Context: an optimization exercise on an open-source flow, tuned for small area, a short achievable clock period and few clock cycles per item. The choices shown serve that exercise and are no tape-out recipe. In this exercise RTL edits were held to simulation tests only and were not proved equivalent to the original.

===== flow/config.mk =====
export PLATFORM = sky130hd
export DESIGN_NAME = aes_enc
export DESIGN_NICKNAME = aes_enc
export VERILOG_FILES = /design/flow/design.v
export SDC_FILE = /design/flow/constraint.sdc
export NUM_CORES = 8
export LEC_CHECK = 0
export CAP_MARGIN = 20
export CORE_MARGIN = 2
export CORE_UTILIZATION = 45
export PLACE_DENSITY = 0.75
export SLEW_MARGIN = 20
export SYNTH_HIERARCHICAL = 1

===== flow/constraint.sdc =====
create_clock -name core_clock -period 15.0 [get_ports {clk}]
set_input_delay 3.0000 -clock core_clock [delete_from_list [all_inputs] [get_ports {clk}]]
set_output_delay 3.0000 -clock core_clock [all_outputs]
set_load 0.01 [all_outputs]

===== flow/design.v =====
module aes_sbox (input wire [7:0] x, output wire [7:0] y);
    wire U0 = x[7], U1 = x[6], U2 = x[5], U3 = x[4], U4 = x[3], U5 = x[2], U6 = x[1], U7 = x[0];
    wire T1, T2, T3, T4, T5, T6, T7, T8, T9, T10, T11, T12, T13, T14, T15, T16;
    wire T17, T18, T19, T20, T21, T22, T23, T24, T25, T26, T27, M1, M2, M3, M4, M5;
    wire M6, M7, M8, M9, M10, M11, M12, M13, M14, M15, M16, M17, M18, M19, M20, M21;
    wire M22, M23, M24, M25, M26, M27, M28, M29, M30, M31, M32, M33, M34, M35, M36, M37;
    wire M38, M39, M40, M41, M42, M43, M44, M45, M46, M47, M48, M49, M50, M51, M52, M53;
    wire M54, M55, M56, M57, M58, M59, M60, M61, M62, M63, L0, L1, L2, L3, L4, L5;
    wire L6, L7, L8, L9, L10, L11, L12, L13, L14, L15, L16, L17, L18, L19, L20, L21;
    wire L22, L23, L24, L25, L26, L27, L28, L29;
    aes_xor2  g0   (.a(U0), .b(U3), .y(T1));
    aes_xor2  g1   (.a(U0), .b(U5), .y(T2));
    aes_xor2  g2   (.a(U0), .b(U6), .y(T3));
    aes_xor2  g3   (.a(U3), .b(U5), .y(T4));
    aes_xor2  g4   (.a(U4), .b(U6), .y(T5));
    aes_xor2  g5   (.a(T1), .b(T5), .y(T6));
    aes_xor2  g6   (.a(U1), .b(U2), .y(T7));
    aes_xor2  g7   (.a(U7), .b(T6), .y(T8));
    aes_xor2  g8   (.a(U7), .b(T7), .y(T9));
    aes_xor2  g9   (.a(T6), .b(T7), .y(T10));
    aes_xor2  g10  (.a(U1), .b(U5), .y(T11));
    aes_xor2  g11  (.a(U2), .b(U5), .y(T12));
    aes_xor2  g12  (.a(T3), .b(T4), .y(T13));
    aes_xor2  g13  (.a(T6), .b(T11), .y(T14));
    aes_xor2  g14  (.a(T5), .b(T11), .y(T15));
    aes_xor2  g15  (.a(T5), .b(T12), .y(T16));
    aes_xor2  g16  (.a(T9), .b(T16), .y(T17));
    aes_xor2  g17  (.a(U3), .b(U7), .y(T18));
    aes_xor2  g18  (.a(T7), .b(T18), .y(T19));
    aes_xor2  g19  (.a(T1), .b(T19), .y(T20));
    aes_xor2  g20  (.a(U6), .b(U7), .y(T21));
    aes_xor2  g21  (.a(T7), .b(T21), .y(T22));
    aes_xor2  g22  (.a(T2), .b(T22), .y(T23));
    aes_xor2  g23  (.a(T2), .b(T10), .y(T24));
    aes_xor2  g24  (.a(T20), .b(T17), .y(T25));
    aes_xor2  g25  (.a(T3), .b(T16), .y(T26));
    aes_xor2  g26  (.a(T1), .b(T12), .y(T27));
    aes_nand2 g27  (.a(T13), .b(T6), .y(M1));
    aes_nand2 g28  (.a(T23), .b(T8), .y(M2));
    aes_xnor2 g29  (.a(T14), .b(M1), .y(M3));
    aes_nand2 g30  (.a(T19), .b(U7), .y(M4));
    aes_xor2  g31  (.a(M4), .b(M1), .y(M5));
    aes_nand2 g32  (.a(T3), .b(T16), .y(M6));
    aes_nand2 g33  (.a(T22), .b(T9), .y(M7));
    aes_xnor2 g34  (.a(T26), .b(M6), .y(M8));
    aes_nand2 g35  (.a(T20), .b(T17), .y(M9));
    aes_xor2  g36  (.a(M9), .b(M6), .y(M10));
    aes_nand2 g37  (.a(T1), .b(T15), .y(M11));
    aes_nand2 g38  (.a(T4), .b(T27), .y(M12));
    aes_xor2  g39  (.a(M12), .b(M11), .y(M13));
    aes_nand2 g40  (.a(T2), .b(T10), .y(M14));
    aes_xor2  g41  (.a(M14), .b(M11), .y(M15));
    aes_xnor2 g42  (.a(M3), .b(M2), .y(M16));
    aes_xor2  g43  (.a(M5), .b(T24), .y(M17));
    aes_xnor2 g44  (.a(M8), .b(M7), .y(M18));
    aes_xor2  g45  (.a(M10), .b(M15), .y(M19));
    aes_xnor2 g46  (.a(M16), .b(M13), .y(M20));
    aes_xnor2 g47  (.a(M17), .b(M15), .y(M21));
    aes_xnor2 g48  (.a(M18), .b(M13), .y(M22));
    aes_xnor2 g49  (.a(M19), .b(T25), .y(M23));
    aes_xor2  g50  (.a(M22), .b(M23), .y(M24));
    aes_nor2  g51  (.a(M22), .b(M20), .y(M25));
    aes_xnor2 g52  (.a(M21), .b(M25), .y(M26));
    aes_xor2  g53  (.a(M20), .b(M21), .y(M27));
    aes_xnor2 g54  (.a(M23), .b(M25), .y(M28));
    aes_nand2 g55  (.a(M28), .b(M27), .y(M29));
    aes_nand2 g56  (.a(M26), .b(M24), .y(M30));
    aes_nor2  g57  (.a(M20), .b(M23), .y(M31));
    aes_nand2 g58  (.a(M27), .b(M31), .y(M32));
    aes_xor2  g59  (.a(M27), .b(M25), .y(M33));
    aes_nor2  g60  (.a(M21), .b(M22), .y(M34));
    aes_nand2 g61  (.a(M24), .b(M34), .y(M35));
    aes_xor2  g62  (.a(M24), .b(M25), .y(M36));
    aes_xor2  g63  (.a(M21), .b(M29), .y(M37));
    aes_xnor2 g64  (.a(M32), .b(M33), .y(M38));
    aes_xor2  g65  (.a(M23), .b(M30), .y(M39));
    aes_xnor2 g66  (.a(M35), .b(M36), .y(M40));
    aes_xor2  g67  (.a(M38), .b(M40), .y(M41));
    aes_xor2  g68  (.a(M37), .b(M39), .y(M42));
    aes_xor2  g69  (.a(M37), .b(M38), .y(M43));
    aes_xor2  g70  (.a(M39), .b(M40), .y(M44));
    aes_xor2  g71  (.a(M42), .b(M41), .y(M45));
    aes_nand2 g72  (.a(M44), .b(T6), .y(M46));
    aes_nand2 g73  (.a(M40), .b(T8), .y(M47));
    aes_nand2 g74  (.a(M39), .b(U7), .y(M48));
    aes_nand2 g75  (.a(M43), .b(T16), .y(M49));
    aes_nand2 g76  (.a(M38), .b(T9), .y(M50));
    aes_nand2 g77  (.a(M37), .b(T17), .y(M51));
    aes_nand2 g78  (.a(M42), .b(T15), .y(M52));
    aes_nand2 g79  (.a(M45), .b(T27), .y(M53));
    aes_nand2 g80  (.a(M41), .b(T10), .y(M54));
    aes_nand2 g81  (.a(M44), .b(T13), .y(M55));
    aes_nand2 g82  (.a(M40), .b(T23), .y(M56));
    aes_nand2 g83  (.a(M39), .b(T19), .y(M57));
    aes_nand2 g84  (.a(M43), .b(T3), .y(M58));
    aes_nand2 g85  (.a(M38), .b(T22), .y(M59));
    aes_nand2 g86  (.a(M37), .b(T20), .y(M60));
    aes_nand2 g87  (.a(M42), .b(T1), .y(M61));
    aes_nand2 g88  (.a(M45), .b(T4), .y(M62));
    aes_nand2 g89  (.a(M41), .b(T2), .y(M63));
    aes_xor2  g90  (.a(M61), .b(M62), .y(L0));
    aes_xor2  g91  (.a(M50), .b(M56), .y(L1));
    aes_xor2  g92  (.a(M46), .b(M48), .y(L2));
    aes_xor2  g93  (.a(M47), .b(M55), .y(L3));
    aes_xor2  g94  (.a(M54), .b(M58), .y(L4));
    aes_xor2  g95  (.a(M49), .b(M61), .y(L5));
    aes_xnor2 g96  (.a(M62), .b(L5), .y(L6));
    aes_xnor2 g97  (.a(M46), .b(L3), .y(L7));
    aes_xor2  g98  (.a(M51), .b(M59), .y(L8));
    aes_xor2  g99  (.a(M52), .b(M53), .y(L9));
    aes_xnor2 g100 (.a(M53), .b(L4), .y(L10));
    aes_xnor2 g101 (.a(M60), .b(L2), .y(L11));
    aes_xor2  g102 (.a(M48), .b(M51), .y(L12));
    aes_xnor2 g103 (.a(M50), .b(L0), .y(L13));
    aes_xor2  g104 (.a(M52), .b(M61), .y(L14));
    aes_xnor2 g105 (.a(M55), .b(L1), .y(L15));
    aes_xnor2 g106 (.a(M56), .b(L0), .y(L16));
    aes_xnor2 g107 (.a(M57), .b(L1), .y(L17));
    aes_xnor2 g108 (.a(M58), .b(L8), .y(L18));
    aes_xnor2 g109 (.a(M63), .b(L4), .y(L19));
    aes_xor2  g110 (.a(L0), .b(L1), .y(L20));
    aes_xor2  g111 (.a(L1), .b(L7), .y(L21));
    aes_xor2  g112 (.a(L3), .b(L12), .y(L22));
    aes_xor2  g113 (.a(L18), .b(L2), .y(L23));
    aes_xor2  g114 (.a(L15), .b(L9), .y(L24));
    aes_xor2  g115 (.a(L6), .b(L10), .y(L25));
    aes_xor2  g116 (.a(L7), .b(L9), .y(L26));
    aes_xor2  g117 (.a(L8), .b(L10), .y(L27));
    aes_xor2  g118 (.a(L11), .b(L14), .y(L28));
    aes_xor2  g119 (.a(L11), .b(L17), .y(L29));
    aes_xor2  g120 (.a(L6), .b(L24), .y(y[7]));
    aes_xnor2 g121 (.a(L16), .b(L26), .y(y[6]));
    aes_xnor2 g122 (.a(L19), .b(L28), .y(y[5]));
    aes_xor2  g123 (.a(L6), .b(L21), .y(y[4]));
    aes_xor2  g124 (.a(L20), .b(L22), .y(y[3]));
    aes_xor2  g125 (.a(L25), .b(L29), .y(y[2]));
    aes_xnor2 g126 (.a(L13), .b(L27), .y(y[1]));
    aes_xnor2 g127 (.a(L6), .b(L23), .y(y[0]));
endmodule
module aes_sbox_ni (input wire [7:0] x, output wire [7:0] y);
    wire U0 = x[7], U1 = x[6], U2 = x[5], U3 = x[4], U4 = x[3], U5 = x[2], U6 = x[1], U7 = x[0];
    wire T1, T2, T3, T4, T5, T6, T7, T8, T9, T10, T11, T12, T13, T14, T15, T16;
    wire T17, T18, T19, T20, T21, T22, T23, T24, T25, T26, T27, M1, M2, M3, M4, M5;
    wire M6, M7, M8, M9, M10, M11, M12, M13, M14, M15, M16, M17, M18, M19, M20, M21;
    wire M22, M23, M24, M25, M26, M27, M28, M29, M30, M31, M32, M33, M34, M35, M36, M37;
    wire M38, M39, M40, M41, M42, M43, M44, M45, M46, M47, M48, M49, M50, M51, M52, M53;
    wire M54, M55, M56, M57, M58, M59, M60, M61, M62, M63, L0, L1, L2, L3, L4, L5;
    wire L6, L7, L8, L9, L10, L11, L12, L13, L14, L15, L16, L17, L18, L19, L20, L21;
    wire L22, L23, L24, L25, L26, L27, L28, L29;
    aes_xor2  g0   (.a(U0), .b(U3), .y(T1));
    aes_xor2  g1   (.a(U0), .b(U5), .y(T2));
    aes_xor2  g2   (.a(U0), .b(U6), .y(T3));
    aes_xor2  g3   (.a(U3), .b(U5), .y(T4));
    aes_xor2  g4   (.a(U4), .b(U6), .y(T5));
    aes_xor2  g5   (.a(T1), .b(T5), .y(T6));
    aes_xor2  g6   (.a(U1), .b(U2), .y(T7));
    aes_xnor2 g7   (.a(U7), .b(T6), .y(T8));
    aes_xnor2 g8   (.a(U7), .b(T7), .y(T9));
    aes_xor2  g9   (.a(T6), .b(T7), .y(T10));
    aes_xor2  g10  (.a(U1), .b(U5), .y(T11));
    aes_xor2  g11  (.a(U2), .b(U5), .y(T12));
    aes_xor2  g12  (.a(T3), .b(T4), .y(T13));
    aes_xor2  g13  (.a(T6), .b(T11), .y(T14));
    aes_xor2  g14  (.a(T5), .b(T11), .y(T15));
    aes_xor2  g15  (.a(T5), .b(T12), .y(T16));
    aes_xor2  g16  (.a(T9), .b(T16), .y(T17));
    aes_xor2  g17  (.a(U3), .b(U7), .y(T18));
    aes_xnor2 g18  (.a(T7), .b(T18), .y(T19));
    aes_xnor2 g19  (.a(T1), .b(T19), .y(T20));
    aes_xor2  g20  (.a(U6), .b(U7), .y(T21));
    aes_xor2  g21  (.a(T7), .b(T21), .y(T22));
    aes_xor2  g22  (.a(T2), .b(T22), .y(T23));
    aes_xor2  g23  (.a(T2), .b(T10), .y(T24));
    aes_xor2  g24  (.a(T20), .b(T17), .y(T25));
    aes_xor2  g25  (.a(T3), .b(T16), .y(T26));
    aes_xor2  g26  (.a(T1), .b(T12), .y(T27));
    aes_nand2 g27  (.a(T13), .b(T6), .y(M1));
    aes_nand2 g28  (.a(T23), .b(T8), .y(M2));
    aes_xnor2 g29  (.a(T14), .b(M1), .y(M3));
    aes_nor2  g30  (.a(T19), .b(U7), .y(M4));
    aes_xnor2 g31  (.a(M4), .b(M1), .y(M5));
    aes_nand2 g32  (.a(T3), .b(T16), .y(M6));
    aes_nand2 g33  (.a(T22), .b(T9), .y(M7));
    aes_xnor2 g34  (.a(T26), .b(M6), .y(M8));
    aes_nand2 g35  (.a(T20), .b(T17), .y(M9));
    aes_xor2  g36  (.a(M9), .b(M6), .y(M10));
    aes_nand2 g37  (.a(T1), .b(T15), .y(M11));
    aes_nand2 g38  (.a(T4), .b(T27), .y(M12));
    aes_xor2  g39  (.a(M12), .b(M11), .y(M13));
    aes_nand2 g40  (.a(T2), .b(T10), .y(M14));
    aes_xor2  g41  (.a(M14), .b(M11), .y(M15));
    aes_xnor2 g42  (.a(M3), .b(M2), .y(M16));
    aes_xor2  g43  (.a(M5), .b(T24), .y(M17));
    aes_xnor2 g44  (.a(M8), .b(M7), .y(M18));
    aes_xor2  g45  (.a(M10), .b(M15), .y(M19));
    aes_xnor2 g46  (.a(M16), .b(M13), .y(M20));
    aes_xnor2 g47  (.a(M17), .b(M15), .y(M21));
    aes_xnor2 g48  (.a(M18), .b(M13), .y(M22));
    aes_xnor2 g49  (.a(M19), .b(T25), .y(M23));
    aes_xor2  g50  (.a(M22), .b(M23), .y(M24));
    aes_nor2  g51  (.a(M22), .b(M20), .y(M25));
    aes_xnor2 g52  (.a(M21), .b(M25), .y(M26));
    aes_xor2  g53  (.a(M20), .b(M21), .y(M27));
    aes_xnor2 g54  (.a(M23), .b(M25), .y(M28));
    aes_nand2 g55  (.a(M28), .b(M27), .y(M29));
    aes_nand2 g56  (.a(M26), .b(M24), .y(M30));
    aes_nor2  g57  (.a(M20), .b(M23), .y(M31));
    aes_nand2 g58  (.a(M27), .b(M31), .y(M32));
    aes_xor2  g59  (.a(M27), .b(M25), .y(M33));
    aes_nor2  g60  (.a(M21), .b(M22), .y(M34));
    aes_nand2 g61  (.a(M24), .b(M34), .y(M35));
    aes_xor2  g62  (.a(M24), .b(M25), .y(M36));
    aes_xor2  g63  (.a(M21), .b(M29), .y(M37));
    aes_xnor2 g64  (.a(M32), .b(M33), .y(M38));
    aes_xnor2 g65  (.a(M23), .b(M30), .y(M39));
    aes_xnor2 g66  (.a(M35), .b(M36), .y(M40));
    aes_xor2  g67  (.a(M38), .b(M40), .y(M41));
    aes_xnor2 g68  (.a(M37), .b(M39), .y(M42));
    aes_xor2  g69  (.a(M37), .b(M38), .y(M43));
    aes_xnor2 g70  (.a(M39), .b(M40), .y(M44));
    aes_xor2  g71  (.a(M42), .b(M41), .y(M45));
    aes_nand2 g72  (.a(M44), .b(T6), .y(M46));
    aes_nand2 g73  (.a(M40), .b(T8), .y(M47));
    aes_nor2  g74  (.a(M39), .b(U7), .y(M48));
    aes_nand2 g75  (.a(M43), .b(T16), .y(M49));
    aes_nand2 g76  (.a(M38), .b(T9), .y(M50));
    aes_nand2 g77  (.a(M37), .b(T17), .y(M51));
    aes_nand2 g78  (.a(M42), .b(T15), .y(M52));
    aes_nand2 g79  (.a(M45), .b(T27), .y(M53));
    aes_nand2 g80  (.a(M41), .b(T10), .y(M54));
    aes_nand2 g81  (.a(M44), .b(T13), .y(M55));
    aes_nand2 g82  (.a(M40), .b(T23), .y(M56));
    aes_nor2  g83  (.a(M39), .b(T19), .y(M57));
    aes_nand2 g84  (.a(M43), .b(T3), .y(M58));
    aes_nand2 g85  (.a(M38), .b(T22), .y(M59));
    aes_nand2 g86  (.a(M37), .b(T20), .y(M60));
    aes_nand2 g87  (.a(M42), .b(T1), .y(M61));
    aes_nand2 g88  (.a(M45), .b(T4), .y(M62));
    aes_nand2 g89  (.a(M41), .b(T2), .y(M63));
    aes_xor2  g90  (.a(M61), .b(M62), .y(L0));
    aes_xor2  g91  (.a(M50), .b(M56), .y(L1));
    aes_xnor2 g92  (.a(M46), .b(M48), .y(L2));
    aes_xor2  g93  (.a(M47), .b(M55), .y(L3));
    aes_xor2  g94  (.a(M54), .b(M58), .y(L4));
    aes_xor2  g95  (.a(M49), .b(M61), .y(L5));
    aes_xnor2 g96  (.a(M62), .b(L5), .y(L6));
    aes_xnor2 g97  (.a(M46), .b(L3), .y(L7));
    aes_xor2  g98  (.a(M51), .b(M59), .y(L8));
    aes_xor2  g99  (.a(M52), .b(M53), .y(L9));
    aes_xnor2 g100 (.a(M53), .b(L4), .y(L10));
    aes_xnor2 g101 (.a(M60), .b(L2), .y(L11));
    aes_xnor2 g102 (.a(M48), .b(M51), .y(L12));
    aes_xnor2 g103 (.a(M50), .b(L0), .y(L13));
    aes_xor2  g104 (.a(M52), .b(M61), .y(L14));
    aes_xnor2 g105 (.a(M55), .b(L1), .y(L15));
    aes_xnor2 g106 (.a(M56), .b(L0), .y(L16));
    aes_xor2  g107 (.a(M57), .b(L1), .y(L17));
    aes_xnor2 g108 (.a(M58), .b(L8), .y(L18));
    aes_xnor2 g109 (.a(M63), .b(L4), .y(L19));
    aes_xor2  g110 (.a(L0), .b(L1), .y(L20));
    aes_xor2  g111 (.a(L1), .b(L7), .y(L21));
    aes_xor2  g112 (.a(L3), .b(L12), .y(L22));
    aes_xor2  g113 (.a(L18), .b(L2), .y(L23));
    aes_xor2  g114 (.a(L15), .b(L9), .y(L24));
    aes_xor2  g115 (.a(L6), .b(L10), .y(L25));
    aes_xor2  g116 (.a(L7), .b(L9), .y(L26));
    aes_xor2  g117 (.a(L8), .b(L10), .y(L27));
    aes_xor2  g118 (.a(L11), .b(L14), .y(L28));
    aes_xor2  g119 (.a(L11), .b(L17), .y(L29));
    aes_xor2  g120 (.a(L6), .b(L24), .y(y[7]));
    aes_xnor2 g121 (.a(L16), .b(L26), .y(y[6]));
    aes_xnor2 g122 (.a(L19), .b(L28), .y(y[5]));
    aes_xor2  g123 (.a(L6), .b(L21), .y(y[4]));
    aes_xor2  g124 (.a(L20), .b(L22), .y(y[3]));
    aes_xor2  g125 (.a(L25), .b(L29), .y(y[2]));
    aes_xnor2 g126 (.a(L13), .b(L27), .y(y[1]));
    aes_xnor2 g127 (.a(L6), .b(L23), .y(y[0]));
endmodule
module aes_xor2_b  (input wire a, input wire b, output wire y); assign y = a ^ b;    endmodule
module aes_xnor2_b (input wire a, input wire b, output wire y); assign y = ~(a ^ b); endmodule
module aes_nand2_b (input wire a, input wire b, output wire y); assign y = ~(a & b); endmodule
module aes_nor2_b  (input wire a, input wire b, output wire y); assign y = ~(a | b); endmodule
module aes_inv_b   (input wire a, output wire y);               assign y = ~a;       endmodule
module aes_o22ai_b (input wire a1, input wire a2, input wire b1, input wire b2, output wire y);
    assign y = ~((a1 | a2) & (b1 | b2));
endmodule
module aes_a22o_b  (input wire a1, input wire a2, input wire b1, input wire b2, output wire y);
    assign y = (a1 & a2) | (b1 & b2);
endmodule
module aes_o21ai_b (input wire a1, input wire a2, input wire b1, output wire y);
    assign y = ~((a1 | a2) & b1);
endmodule
module aes_a222oi_b (input wire sa, input wire a, input wire sb, input wire b, input wire sc, input wire c,
                     output wire y);
    assign y = ~((sa & a) | (sb & b) | (sc & c));
endmodule
module aes_xor2 #(parameter W = 1) (input wire [W-1:0] a, input wire [W-1:0] b, output wire [W-1:0] y);
    genvar i;
    generate for (i = 0; i < W; i = i + 1) begin : g
        aes_xor2_b u (.a(a[i]), .b(b[i]), .y(y[i]));
    end endgenerate
endmodule
module aes_xnor2 #(parameter W = 1) (input wire [W-1:0] a, input wire [W-1:0] b, output wire [W-1:0] y);
    genvar i;
    generate for (i = 0; i < W; i = i + 1) begin : g
        aes_xnor2_b u (.a(a[i]), .b(b[i]), .y(y[i]));
    end endgenerate
endmodule
module aes_nand2 #(parameter W = 1) (input wire [W-1:0] a, input wire [W-1:0] b, output wire [W-1:0] y);
    genvar i;
    generate for (i = 0; i < W; i = i + 1) begin : g
        aes_nand2_b u (.a(a[i]), .b(b[i]), .y(y[i]));
    end endgenerate
endmodule
module aes_nor2 #(parameter W = 1) (input wire [W-1:0] a, input wire [W-1:0] b, output wire [W-1:0] y);
    genvar i;
    generate for (i = 0; i < W; i = i + 1) begin : g
        aes_nor2_b u (.a(a[i]), .b(b[i]), .y(y[i]));
    end endgenerate
endmodule
module aes_inv #(parameter W = 1) (input wire [W-1:0] a, output wire [W-1:0] y);
    genvar i;
    generate for (i = 0; i < W; i = i + 1) begin : g
        aes_inv_b u (.a(a[i]), .y(y[i]));
    end endgenerate
endmodule
module aes_o22ai #(parameter W = 1) (input wire [W-1:0] a, input wire sa, input wire [W-1:0] b, input wire sb,
                                     output wire [W-1:0] y);
    genvar i;
    generate for (i = 0; i < W; i = i + 1) begin : g
        aes_o22ai_b u (.a1(a[i]), .a2(sa), .b1(b[i]), .b2(sb), .y(y[i]));
    end endgenerate
endmodule
module aes_a222oi #(parameter W = 1) (input wire sa, input wire [W-1:0] a, input wire sb, input wire [W-1:0] b,
                                      input wire sc, input wire [W-1:0] c, output wire [W-1:0] y);
    genvar i;
    generate for (i = 0; i < W; i = i + 1) begin : g
        aes_a222oi_b u (.sa(sa), .a(a[i]), .sb(sb), .b(b[i]), .sc(sc), .c(c[i]), .y(y[i]));
    end endgenerate
endmodule
module aes_a22o #(parameter W = 1) (input wire sa, input wire [W-1:0] a, input wire sb, input wire [W-1:0] b,
                                    output wire [W-1:0] y);
    genvar i;
    generate for (i = 0; i < W; i = i + 1) begin : g
        aes_a22o_b u (.a1(sa), .a2(a[i]), .b1(sb), .b2(b[i]), .y(y[i]));
    end endgenerate
endmodule
module aes_o21ai #(parameter W = 1) (input wire s, input wire [W-1:0] a, input wire [W-1:0] b, output wire [W-1:0] y);
    genvar i;
    generate for (i = 0; i < W; i = i + 1) begin : g
        aes_o21ai_b u (.a1(s), .a2(a[i]), .b1(b[i]), .y(y[i]));
    end endgenerate
endmodule
module aes_enc (
    input  wire         clk,
    input  wire         rst,         
    input  wire         start,       
    input  wire [1:0]   key_len,     
    input  wire [255:0] key,         
    input  wire [127:0] din,         
    output wire         ready,       
    output reg          done,        
    output wire [127:0] dout
);
    reg        busy;         
    reg        rdy;          
    reg        rsel, nrsel;  
    reg        last;         
    reg  [3:0] cnt;          
    reg        m192, m256;   
    reg  [2:0] kc;           
    reg  [7:0] rcon;         
    assign ready = rdy;
    wire       m192_d = rdy ? (key_len == 2'd1) : m192;
    wire       m256_d = rdy ? (key_len == 2'd2) : m256;
    wire       m128_d = !m192_d && !m256_d;
    wire [2:0] kc_d   = rdy ? ((key_len == 2'd0) ? 3'd0 : 3'd4) :
                        (m192 && kc == 3'd4) ? 3'd2 : (m192 && kc == 3'd2) ? 3'd0 :
                        (!m192 && !m256) ? 3'd0 : kc ^ 3'd4;
    wire       r1_d   = rdy;
    wire       kc0_d  = (kc_d == 3'd0);
    wire       kc4_d  = (kc_d == 3'd4);
    wire       p0_d   = kc0_d || (m256_d && kc4_d && !r1_d);     
    wire       p2_d   = m192_d && kc4_d;                         
    wire       ik01_d = r1_d && (m256_d || m192_d);              
    wire       ik23_d = r1_d && m256_d;                          
    reg kc0, p2, rotw;
    reg sa01, sb01, sa23, sb23, sc;      
    reg c0, c1, c2, c3;                  
    reg m01, m23;                        
    reg sna, snb, snc;                   
    always @(posedge clk) begin
        kc0  <= kc0_d;
        p2   <= p2_d;
        rotw <= kc0_d || p2_d;
        sa01 <= m256_d || ik01_d;
        sb01 <= m192_d && !ik01_d;
        sa23 <= m256_d;
        sb23 <= m192_d;
        sc   <= m128_d;
        c0   <= !(p0_d || ik01_d);
        c1   <= !ik01_d;
        c2   <= !(p2_d || ik23_d);
        c3   <= !ik23_d;
        m01  <= p0_d;
        m23  <= p0_d || p2_d;
        sna  <= kc0_d;
        snb  <= m256_d && kc4_d && !r1_d;
        snc  <= p2_d;
    end
    reg  [255:0] kw;
    wire [31:0]  K [0:7];
    genvar k;
    generate
        for (k = 0; k < 8; k = k + 1) begin : g_k
            assign K[k] = kw[255 - 32*k -: 32];
        end
    endgenerate
    wire [31:0] wold_n [0:3];
    aes_a222oi #(32) u_wo0 (.sa(sa01), .a(K[0]), .sb(sb01), .b(K[2]), .sc(sc), .c(K[4]), .y(wold_n[0]));
    aes_a222oi #(32) u_wo1 (.sa(sa01), .a(K[1]), .sb(sb01), .b(K[3]), .sc(sc), .c(K[5]), .y(wold_n[1]));
    aes_a222oi #(32) u_wo2 (.sa(sa23), .a(K[2]), .sb(sb23), .b(K[4]), .sc(sc), .c(K[6]), .y(wold_n[2]));
    aes_a222oi #(32) u_wo3 (.sa(sa23), .a(K[3]), .sb(sb23), .b(K[5]), .sc(sc), .c(K[7]), .y(wold_n[3]));
    wire [7:0] r0n = ~({8{kc0}} & rcon);
    wire [7:0] r2n = ~({8{p2}} & rcon);
    wire [31:0] A [0:3];
    wire [31:0] t0, t1, t2, t3;
    wire [7:0]  q0, q2;
    aes_nand2 #(32) u_t0  (.a({32{c0}}), .b(K[7]), .y(t0));
    aes_nand2 #(8)  u_q0  (.a(t0[31:24]), .b(r0n), .y(q0));
    aes_xnor2 #(8)  u_a0h (.a(wold_n[0][31:24]), .b(q0), .y(A[0][31:24]));
    aes_xor2  #(24) u_a0l (.a(wold_n[0][23:0]), .b(t0[23:0]), .y(A[0][23:0]));
    aes_nand2 #(32) u_t1  (.a({32{c1}}), .b(A[0]), .y(t1));
    aes_xor2  #(32) u_a1  (.a(wold_n[1]), .b(t1), .y(A[1]));
    aes_nand2 #(32) u_t2  (.a({32{c2}}), .b(A[1]), .y(t2));
    aes_nand2 #(8)  u_q2  (.a(t2[31:24]), .b(r2n), .y(q2));
    aes_xnor2 #(8)  u_a2h (.a(wold_n[2][31:24]), .b(q2), .y(A[2][31:24]));
    aes_xor2  #(24) u_a2l (.a(wold_n[2][23:0]), .b(t2[23:0]), .y(A[2][23:0]));
    aes_nand2 #(32) u_t3  (.a({32{c3}}), .b(A[2]), .y(t3));
    aes_xor2  #(32) u_a3  (.a(wold_n[3]), .b(t3), .y(A[3]));
    reg  [31:0] kx;
    wire [31:0] kx_d, k67, kk, x237, sin_n, sw;
    aes_xor2  #(32) u_k67  (.a(K[6]), .b(K[7]), .y(k67));
    aes_xor2  #(32) u_kk   (.a(key[95:64]), .b(key[159:128]), .y(kk));
    aes_a22o  #(32) u_kxd  (.sa(rsel), .a(kk), .sb(nrsel), .b(k67), .y(kx_d));
    always @(posedge clk) kx <= kx_d;
    aes_xor2  #(32) u_x237 (.a(kx), .b(K[7]), .y(x237));
    aes_a222oi #(32) u_sin (.sa(sna), .a({K[7][23:0], K[7][31:24]}), .sb(snb), .b(K[7]),
                            .sc(snc), .c({x237[23:0], x237[31:24]}), .y(sin_n));
    aes_sbox_ni u_ks0 (.x(sin_n[31:24]), .y(sw[31:24]));
    aes_sbox_ni u_ks1 (.x(sin_n[23:16]), .y(sw[23:16]));
    aes_sbox_ni u_ks2 (.x(sin_n[15:8]),  .y(sw[15:8]));
    aes_sbox_ni u_ks3 (.x(sin_n[7:0]),   .y(sw[7:0]));
    wire [31:0] g0, g2;
    wire [127:0] nw_n;
    aes_nand2 #(32) u_g0 (.a({32{m01}}), .b(sw), .y(g0));
    aes_nand2 #(32) u_g2 (.a({32{m23}}), .b(sw), .y(g2));
    aes_xor2  #(32) u_n0 (.a(A[0]), .b(g0), .y(nw_n[127:96]));
    aes_xor2  #(32) u_n1 (.a(A[1]), .b(g0), .y(nw_n[95:64]));
    aes_xor2  #(32) u_n2 (.a(A[2]), .b(g2), .y(nw_n[63:32]));
    aes_xor2  #(32) u_n3 (.a(A[3]), .b(g2), .y(nw_n[31:0]));
    wire [255:0] kw_d;
    wire [127:0] kh_n;
    aes_a22o  #(128) u_kwh (.sa(rsel), .a(key[127:0]), .sb(nrsel), .b(kw[127:0]), .y(kw_d[255:128]));
    aes_nand2 #(128) u_khn (.a({128{rdy}}), .b(key[255:128]), .y(kh_n));
    aes_o21ai #(128) u_kwl (.s(rdy), .a(nw_n), .b(kh_n), .y(kw_d[127:0]));
    reg  [127:0] st_n;
    wire [127:0] x;                  
    aes_xnor2 #(128) u_ark (.a(st_n), .b(kw[127:0]), .y(x));
    wire [7:0] sb [0:15];
    genvar n;
    generate
        for (n = 0; n < 16; n = n + 1) begin : g_sb
            aes_sbox u_sb (.x(x[127 - 8*n -: 8]), .y(sb[n]));
        end
    endgenerate
    wire [7:0] sr [0:15];
    generate
        for (n = 0; n < 16; n = n + 1) begin : g_sr
            assign sr[n] = sb[((n / 4 + n % 4) % 4) * 4 + n % 4];
        end
    endgenerate
    wire [127:0] mc, srw;
    generate
        for (n = 0; n < 4; n = n + 1) begin : g_mc
            wire [31:0] s = {sr[4*n], sr[4*n + 1], sr[4*n + 2], sr[4*n + 3]};
            wire [31:0] u;           
            wire [31:0] w;           
            wire [11:0] h;           
            aes_xor2 #(32) u_u (.a(s), .b({s[23:0], s[31:24]}), .y(u));
            aes_xor2 #(32) u_w (.a({s[23:0], s[31:24]}), .b({u[15:0], u[31:16]}), .y(w));
            genvar i;
            for (i = 0; i < 4; i = i + 1) begin : g_i
                wire [7:0] ui = u[31 - 8*i -: 8];
                aes_xor2 #(3) u_h (.a({ui[0], ui[2], ui[3]}), .b({3{ui[7]}}), .y(h[3*i +: 3]));
                aes_xor2 #(8) u_m (.a(w[31 - 8*i -: 8]),
                                   .b({ui[6:4], h[3*i], h[3*i + 1], ui[1], h[3*i + 2], ui[7]}),
                                   .y(mc[127 - 32*n - 8*i -: 8]));
            end
            assign srw[127 - 32*n -: 32] = s;
        end
    endgenerate
    wire [127:0] st_d;
    aes_o22ai #(128) u_st (.a(din), .sa(nrsel), .b(mc), .sb(rsel), .y(st_d));
    reg  [127:0] dout_r;
    wire [127:0] dout_d;
    aes_xnor2 #(128) u_fin (.a(srw), .b(nw_n), .y(dout_d));
    assign dout = dout_r;
    always @(posedge clk) dout_r <= dout_d;
    always @(posedge clk) begin
        st_n <= st_d;
        kw   <= kw_d;
    end
    always @(posedge clk) begin
        m192 <= m192_d;
        m256 <= m256_d;
        kc   <= kc_d;
        if (rdy) begin
            cnt   <= (key_len == 2'd0) ? 4'd9 : (key_len == 2'd1) ? 4'd11 : 4'd13;
            rcon  <= 8'h01;
            last  <= 1'b0;
        end else begin
            if (rotw) rcon <= {rcon[6:0], 1'b0} ^ (rcon[7] ? 8'h1b : 8'h00);
            cnt   <= cnt - 4'd1;
            last  <= (cnt == 4'd1);
        end
    end
    wire busy_d = !rst && ((rdy && start) || (busy && !last));
    wire last_d = !rdy && (cnt == 4'd1);
    wire rdy_d  = !busy_d || last_d;
    always @(posedge clk) begin
        busy  <= busy_d;
        rdy   <= rdy_d;
        done  <= !rst && busy && last;
        rsel  <= rdy_d;
        nrsel <= !rdy_d;
    end
endmodule

===== flow/flow/run.sh =====
#!/bin/bash
# Layout flow: the standard flow (standard.sh, unchanged synthesis), with
# plain buf_1 cells as the port buffers instead of the flow's default choice,
# a clock tree of clkbuf_8 cells without dummy loads, and timing repair asked
# for a setup margin (the SDC is unchanged).
set -euo pipefail
bash standard.sh "BUFFER_PORTS_ARGS=-buffer_cell sky130_fd_sc_hd__buf_1" "SETUP_SLACK_MARGIN=8" \
  "CTS_ARGS=-sink_clustering_enable -repair_clock_nets -dont_use_dummy_load -buf_list sky130_fd_sc_hd__clkbuf_8" \
  finish > make_finish.log 2>&1

===== flow/standard.sh =====
#!/bin/bash
# synth_recipe.tcl (not shown) runs the flow's synth.tcl, then flattens the netlist and writes it again
# the make line also repeats each setting of config.mk as NAME=value (left out here)
make -C /OpenROAD-flow-scripts/flow DESIGN_CONFIG=/design/flow/config.mk WORK_HOME=/design/flow/orfs CLKGATE_MAP_FILE= SYNTH_SCRIPT=/design/flow/synth_recipe.tcl "${@:-finish}"

==> results of run 1 <==
-- modules after synthesis (local to each module, per instance), excerpt --
module	cell area [um2]	cells
aes_nor2_b	3.75	1
aes_xor2_b	8.76	1
aes_a22o_b	8.76	1
aes_o21ai_b	5.00	1
aes_nand2_b	3.75	1
aes_a222oi_b	10.0	1
aes_xnor2_b	8.76	1
aes_o22ai_b	6.26	1
aes_enc	12200	685
-- cells in the mapped netlist, drive strengths merged, types with 2 or more instances --
master     n  area (um2)
xor2    2092       18300
nand2    967        3630
xnor2    834        7300
dfxtp    579       11600
a222oi   160        1600
a22o     160        1400
o21ai    133         666
o22ai    128         801
nor2      87         327
clkbuf     6        22.5
nand2b     6        37.5
a211oi     5        42.5
inv        5        18.8
mux2i      4        40.0
a21oi      3        15.0
buf        3        20.0
mux2       3        33.8
nor3       3        20.0
o41ai      3        26.3
ha         2        25.0
nor2b      2        12.5
-- state kept, by name, summed over array words and instances, names as in the netlist, 3 cells and up --
| signal | count |
|---|---|
| kw | 256 |
| st_n | 128 |
| rcon | 8 |
| kc | 3 |
| cnt | 4 |
| kx | 32 |
| dout_r | 128 |
-- logic make-up after synthesis --
| logic type | synth area share, % |
|---|---|
| adder cells (fa/ha/maj) | 0.0543 |
| AND/OR/NAND/NOR | 8.86 |
| XOR/XNOR | 55.6 |
| AO/OA/AOI/OAI | 9.98 |
| multiplexers | 0.160 |
| flip-flops | 25.2 |
| buffers and inverters | 0.133 |
-- per-stage QoR --
step                      cells  cell area [um2]
final                      7272            54200
after global routing       7268            54200
after CTS                  7236            52200
after detailed placement   7119            50100
after global placement     7119            50100
after floorplan            5197            46100
-- final timing paths --
| path | from | to | slack, ns | depth (start not counted) |
|---|---|---|---|---|
| max | kw[17] | dout_r[95] | 8.10 | 22 |
| min | cnt[0] | cnt[0] | 0.44 | 1 |
| max reg2reg | kw[17] | dout_r[95] | 8.10 | 22 |
| min reg2reg | cnt[0] | cnt[0] | 0.44 | 1 |
-- critical path, stage by stage, from the launching register on --
cell and delay, ns:
sky130_fd_sc_hd__dfxtp_1 0.63, sky130_fd_sc_hd__xor2_1 0.14, sky130_fd_sc_hd__a222oi_1 0.34, sky130_fd_sc_hd__buf_4 0.18
sky130_fd_sc_hd__xor2_1 0.43, sky130_fd_sc_hd__xor2_2 0.35, sky130_fd_sc_hd__xor2_1 0.33, sky130_fd_sc_hd__nand2_1 0.11
sky130_fd_sc_hd__xor2_1 0.31, sky130_fd_sc_hd__xor2_1 0.14, sky130_fd_sc_hd__xnor2_1 0.43, sky130_fd_sc_hd__xor2_1 0.33
sky130_fd_sc_hd__xor2_1 0.13, sky130_fd_sc_hd__xnor2_1 0.40, sky130_fd_sc_hd__xor2_1 0.31, sky130_fd_sc_hd__xor2_1 0.23
sky130_fd_sc_hd__nand2_1 0.14, sky130_fd_sc_hd__xor2_1 0.32, sky130_fd_sc_hd__xor2_1 0.30, sky130_fd_sc_hd__xor2_1 0.24
sky130_fd_sc_hd__nand2_1 0.21, sky130_fd_sc_hd__xor2_1 0.61, sky130_fd_sc_hd__xnor2_1 0.19
-- layout make-up --
cell class / count / area share (%)
flip-flops and latches: 579 / 21.4
clock buffers: 104 / 2.64
diodes: 4 / 0.0185
multi-input cells: 4604 / 67.8
repair buffers: 608 / 4.88
inverters: 5 / 0.0346
well taps: 1368 / 3.16
-- routing by layer --
layer  global-route usage [%]  vias up
met1                     45.0    19700
met5                        0        -
met3                     8.37      535
li1                         -    18400
met2                     52.1     2660
met4                     25.2       14
-- what timing repair did --
| action | CTS | global route |
|---|---|---|
| buffers inserted | 13 | 32 |
| pin swaps | 8 | 22 |
| setup endpoints to repair | 168 | 343 |
| resized for setup | 76 | 241 |
| hold buffers | 0 | 0 |
==> run summary, run 1 <==
The quantity of I/O buffers inserted on ports is 518. The most used flip-flop cell after synthesis is sky130_fd_sc_hd__dfxtp_1. The worst setup path is launched from a flip-flop. The net count after synthesis is roughly 5600.

The post-synthesis async set-or-reset flop share came out at 0%. The total DRC errors in the routed layout came out at 0. The x dimension of the die is 324 um.

The maximum buffer depth of the clock tree is 3. Clock skew on the completed layout was measured at about 0.11 ns. The final-layout fill cell count is 9456.

The number of buffers created by CTS is about 100. Entering global routing, the biggest net connects 187 pins. The die covers 0.105 mm2. The maximum fanout count along the critical path is 8. The hold violation total from the final report is 0. The fraction of the yosys area taken by sequential cells is 25.2%. At the pin with the least slew margin, the transition time is 1.28 ns. The tree built by TritonCTS fans out to 579 sinks. The distinct cell type count after synthesis came out at 38. The final count of pins violating max slew was 0.

The data arrival at the endpoint of the critical path came out at 7.48 ns. The max capacitance violation total came out at 0. Before CTS, the worst setup slack after placement is around 7.6 ns. Setup repair after global routing could not meet its margin everywhere. The root buffer selected by CTS is sky130_fd_sc_hd__clkbuf_8. Adding up every negative setup slack in the final design gives 0 ns.

Static timing analysis puts the maximum clock frequency at approximately 140 MHz. The flow ran to the end and the layout has no timing, DRC or antenna violations. The data required time at the worst endpoint came out at around 16 ns. The time the worst path needs with I/O delays and setup is 6.90 ns.

The final weighted congestion in routability-driven placement is 1.05. Setup violations remaining at the end of the flow were counted as 0. The first-pass iteration count of the detailed router is 8. The cell count after synthesis is 5197. The core box area came out at around 0.10 mm2. After clock tree synthesis, the clock-pin slew on the worst setup and hold paths is 0.05 ns. The total area of multi-input combinational cells is ~0.037 mm2. Leaving out fill and tap cells, the most frequent cells in the layout are 1941 x sky130_fd_sc_hd__xor2_1, 967 x sky130_fd_sc_hd__nand2_1, 707 x sky130_fd_sc_hd__xnor2_1.

The TritonCTS clock tree is done. The initial antenna violation count is 19. The worst path uses 46.0% of the clock period. The die height came out at between 300 and 400 um.

The mean routed wirelength per cell came out at 26.7 um. The number of global-route vias before repair was 39500. The sequential cells in the finished layout cover a total of about 0.012 mm2.

Detailed routing inserted a total of 41300 vias. The per-instance average area after synthesis came out at 8.86 um2. The path type of the worst min-delay path is flip-flop to flip-flop. Yosys mapped a number of flops with a built-in enable equal to 0.

The remaining antenna violation count after routing came out at 0. The aggregate global routing overflow is 0. Yosys printed 7 warnings.

The fraction of final layout cells sized beyond drive strength 1 is 8.58%. The worst setup path is captured at a flip-flop.

The share of the core filled with cells is a little over half. The met2 wire length is 80.6 mm. The final worst hold slack is 0.437 ns.

The clock insertion delay at the later pin of the skew report came out at 0.79 ns. The number of rows created at floorplan came out at roughly 120. The detailed router finished its first iteration with 5583 violations.

After synthesis the netlist holds a flip-flop and latch count of 579. The detailed router put a total of ~76 mm of wire on met1. In this run the number of H-tree levels came out at 3. The area overhead of the layout relative to synthesis came out at 17.8%. Leaving out fill and tap cells, the most frequent cell in the layout is sky130_fd_sc_hd__xor2_1.

The total I/O pin count is 519. The detailed-placement wirelength estimate came out at 154 mm. The routed design has between 150 and 200 mm of wire. The worst slew margin relative to its limit is roughly 14%. The wire length on met3 is 21.4 mm. The cell area after synthesis came out at around 0.046 mm2. The via density per instance came out at 5.68. For this run, the post-layout net count is approximately 6300. The highest layer touched by signal routing is met5. The first global-routing pass estimated 268 mm of wire. The type of the worst setup path is flip-flop to flip-flop. The worst-case setup margin in the final layout came out at between 8 and 9 ns. The overall fraction of global-route tracks in use came out at 35.3%. The initial standard-cell utilization of the core is a little under half.
Testbench counts, summed over its fixed seeds: cycles 27,736, blocks 2,400.
==> inputs of run 2 (changes only) <==
--- a/flow/config.mk
+++ b/flow/config.mk
@@ -7,7 +7,7 @@
 export LEC_CHECK = 0
 export CAP_MARGIN = 20
 export CORE_MARGIN = 2
-export CORE_UTILIZATION = 45
-export PLACE_DENSITY = 0.75
+export CORE_UTILIZATION = 55
+export PLACE_DENSITY = 0.68
 export SLEW_MARGIN = 20
 export SYNTH_HIERARCHICAL = 1
==> run 2 against run 1 <==
Against the previous run:
- area after synthesis unchanged
- worst setup slack improved by 0.049 ns
- die area fell by 18%
- first-iteration DRC count is 12% lower
- synthesized cell count unchanged
- worst hold slack got worse by 0.0065 ns
- sequential share of layout area increased by 0.20 points
- largest cell class unchanged
==> run summary, run 2 <==
Once detail routing completed, the nets flagged for antenna violations numbered 0. The clock slew at the register clock pins of the worst setup and hold paths came out at 0.06 ns. Once detailed placement completed, the half-perimeter wirelength came to 150 mm. The slowest cell on the critical path is sky130_fd_sc_hd__dfxtp_1. The commonest cells after synthesis are 2092 x sky130_fd_sc_hd__xor2_1, 967 x sky130_fd_sc_hd__nand2_1, 834 x sky130_fd_sc_hd__xnor2_1, 579 x sky130_fd_sc_hd__dfxtp_1.

CTS placed an instance of sky130_fd_sc_hd__clkbuf_8 at the clock tree root. The top cell type by total area after synthesis is sky130_fd_sc_hd__xor2_1. By area the synthesized netlist is led by sky130_fd_sc_hd__xor2_1 40%, sky130_fd_sc_hd__dfxtp_1 25%, sky130_fd_sc_hd__xnor2_1 16%. Counting every instance in the synthesized netlist gives 5197. The post-synthesis async set-or-reset flop share came out at 0%. Summing the areas of all xor and xnor instances in the mapped netlist gives 55.6% of the synthesized area. The maximum level of the CTS H-tree is 3. In the layout the commonest cells are 1941 x sky130_fd_sc_hd__xor2_1, 967 x sky130_fd_sc_hd__nand2_1, 734 x sky130_fd_sc_hd__xnor2_1. The run finished with no timing, DRC or antenna violations. The cell area after synthesis came out at 0.0461 mm2. The x dimension of the die came out at 293 um. The global-route wire length before repair is 262 mm. After detailed routing, the total wire length is about 190 mm.

The number of flip-flops in the largest register came out at 256. The initial antenna violation count was 13. The multiplexer share of the synthesized area is 0.160%.

The final count of negative-setup-slack endpoints came out at 0. The time the worst path needs with I/O delays and setup is 6.85 ns. The routed layout has 40600 vias.

The path class of the tightest hold or removal check is flip-flop to flip-flop. The fraction of final layout cells sized beyond drive strength 1 is 8.27%. The mean routed wirelength per cell came out at 27.0 um.

In the post-synthesis netlist, the cell with the most instances is sky130_fd_sc_hd__xor2_1. The final-layout fill cell count came out at 7421. The type of destination of the critical path is a flip-flop. The clock passes through at most 3 buffers.

The library cell used most frequently in the layout, excluding fill and tap cells, is sky130_fd_sc_hd__xor2_1. The per-instance average area after synthesis came out at 8.86 um2. The area overhead of the layout relative to synthesis is 16.6%. The maximum fanout count along the critical path is 8. The worst slew margin relative to its limit came out at 19.0%. The number of storage elements in the synthesis netlist is 579. The pin count of the biggest net entering global routing is 161. Synthesis produced a netlist with a net count of roughly 5600. Among cell families on the critical path, the largest total delay comes from XOR/XNOR gates.

The first-pass iteration count of the detailed router came out at 13. For the worst-skew pair, the clock arrives at the later sink with an insertion delay of between 0.7 and 0.8 ns. The synthesized netlist devotes 9.98% of its cell area to compound gates.

After synthesis, the largest family of logic cells by area is XOR/XNOR gates. The number of nets at the end of the flow is 6305. The data required time at the worst endpoint is 15.49 ns. The critical path is of the flip-flop to flip-flop type. Counting stages on the worst path, the most repeated cell is sky130_fd_sc_hd__xor2_1. The number of buffers created by CTS is 104.

The number of global-route vias before repair is 39200. The final weighted congestion in routability-driven placement came out at slightly above 1. The number of different library cells used by synthesis comes to 38.

The largest registers in the layout are kw: 256 flops, dout_r: 128 flops, st_n: 128 flops. The via density per instance is 5.81.

The top cell type's share of synthesized area came out at between 30% and 40%. The die covers 0.0861 mm2. The synthesized design contains 0 enable-type register cells. The simple logic cell fraction of the synthesized area is slightly below 9%. The DRC violation total after the first TritonRoute iteration is 4914. The count of buffering cells on the critical path with inverters included is 1.

The worst setup path is launched from a flip-flop. The worst-margin pin slew is 1.21 ns. The area share of fa/ha/maj cells after synthesis came out at 0.0543%. The final count of pins violating max slew came out at 0. The total DRC errors in the routed layout is 0. The register with the most flip-flops in the final layout is kw.

The critical path goes through xor2_1 > a222oi_1 > buf_4 > xor2_2 > xor2_2 > xor2_1 > nand2_1 > xor2_1 > xor2_1 > xnor2_1 > xor2_1 > nand2_1 > xnor2_1 > xnor2_1 > nand2_1 > xor2_1 > xnor2_1 > xor2_1 > xor2_1 > nand2_1 > xor2_1 > xnor2_1. Setup repair after global routing could not meet its margin everywhere. Data arrives at the worst endpoint at approximately 7.3 ns.

The initial standard-cell utilization of the core came out at 55.3%. The aggregate global routing overflow is 0. The overall fraction of global-route tracks in use is 41.8%.

Row generation in the floorplan step produced 106 rows. The setup slack on the worst flop-to-flop path is 8.15 ns. For this run, the slowest stage of the critical path takes ~0.63 ns. The floorplan step defined a core boundary enclosing 0.0833 mm2. The fraction of the yosys area taken by sequential cells is 25.2%. The total clock sinks came out at 579. The hold violation total from the final report is 0. After routing, the total negative slack on setup checks comes to 0 ns. The count of warnings emitted by yosys is 7. Measured along the y axis, the die boundary spans between 200 and 300 um. TritonCTS built the clock tree. The tool flagged a number of max-cap violations equal to 0. The most used flip-flop cell after synthesis is sky130_fd_sc_hd__dfxtp_1. The quantity of I/O buffers inserted on ports is about 520.

The post-route fraction of the period consumed by the critical path came out at 45.6%. The peak clock frequency supported by timing is about 150 MHz. In this run, post-CTS hold repair placed 0 buffers. The final clock skew is 0.0917 ns.

The total I/O pin count came out at roughly 520.
run 2: Yosys stat by module (local to each module, per instance), a selection:
module,copies in the design,cells,flip-flops and latches
aes_enc,1,685,579
aes_o22ai_b,128,1,0
aes_nand2_b,944,1,0
aes_xor2_b,2092,1,0
aes_xnor2_b,828,1,0
aes_a22o_b,160,1,0
aes_o21ai_b,128,1,0
aes_nor2_b,72,1,0
aes_a222oi_b,160,1,0
run 2: final cells by class:
type	instances	area (um2)	share of cell area, %
clock buffer	104	1430	2.66
inverter	5	18.8	0.0349
tap	1080	1350	2.52
multi-input combinational	4604	36500	68.0
antenna	1	2.50	0.00466
sequential	579	11600	21.7
timing repair buffer	620	2740	5.09
run 2: cell families after synthesis:
| logic type | count (synthesis) |
|---|---|
| AOI/OAI and AO/OA | 597 |
| xor gates and xnor gates | 2926 |
| adders and majority gates | 2 |
| buffers and inverters | 14 |
| DFF | 579 |
| muxes | 7 |
| and+or+nand+nor | 1072 |
run 2: timing repair:
item	4_1_cts	5_1_grt
hold endpoints to repair	0	0
endpoints found under the setup margin	152	347
buffers inserted	13	36
pin swaps	7	29
gates resized for setup	67	219
run 2: through the flow:
step | cells | setup WS [ns] | instance area [um2] | util, % | hold slack, ns
finish | 6993 | 8.15 | 53700 | 64.5 | 0.430
global route | 6992 | 7.86 | 53700 | 64.5 | 0.461
CTS | 6955 | 7.93 | 51800 | 62.2 | 0.433
detailed placement | 6838 | 7.24 | 49800 | 59.8 | 0.419
global placement | 6837 | 6.92 | 49700 | 59.7 | 0.413
floorplan | 5197 | 9.00 | 46100 | - | 0.400
run 2: final timing paths:
| kind | start | to | cells past startpoint |
|---|---|---|---|
| worst max-delay path | kw[4] | dout_r[76] | 22 |
| worst min-delay path | cnt[0] | cnt[0] | 1 |
| worst max register to register | kw[4] | dout_r[76] | 22 |
| worst min register to register | cnt[0] | cnt[0] | 1 |
run 2: layer usage:
| layer | part of all wire, % | track usage [%] | vias to the layer above |
|---|---|---|---|
| met4 | 8.1 | 29.2 | 20 |
| met2 | 43 | 63.9 | 2269 |
| met3 | 9.9 | 9.25 | 516 |
| met1 | 39 | 52.2 | 19400 |
| li1 | - | - | 18400 |
| met5 | 0.073 | 0 | - |

-- what the ideal ports hide --
Ports are ideal in the flow. The routed layouts listed here were re-timed in OpenROAD. Step 1, drivers: a clkbuf_16 drives clk and a buf_2 each remaining input, both assumed. Step 2, shift: input delay + t, output delay - t, t = (earliest + latest rising clock arrival at the registers) / 2. This alone moves slack from input paths to output paths. a / b / c = ideal / step 1 / step 2; a / b = the first two.
run | t, ns | setup slack, ns | slew at the worst register clock pin (ns) | worst data-port slew with drivers (ns)
run 1 | 0.797 | 8.103 / 8.103 / 8.103 | 0.07 / 0.07 | 0.21
run 2 | 0.805 | 8.153 / 8.153 / 8.153 | 0.07 / 0.07 | 0.14
After both steps every run listed still meets setup and hold.
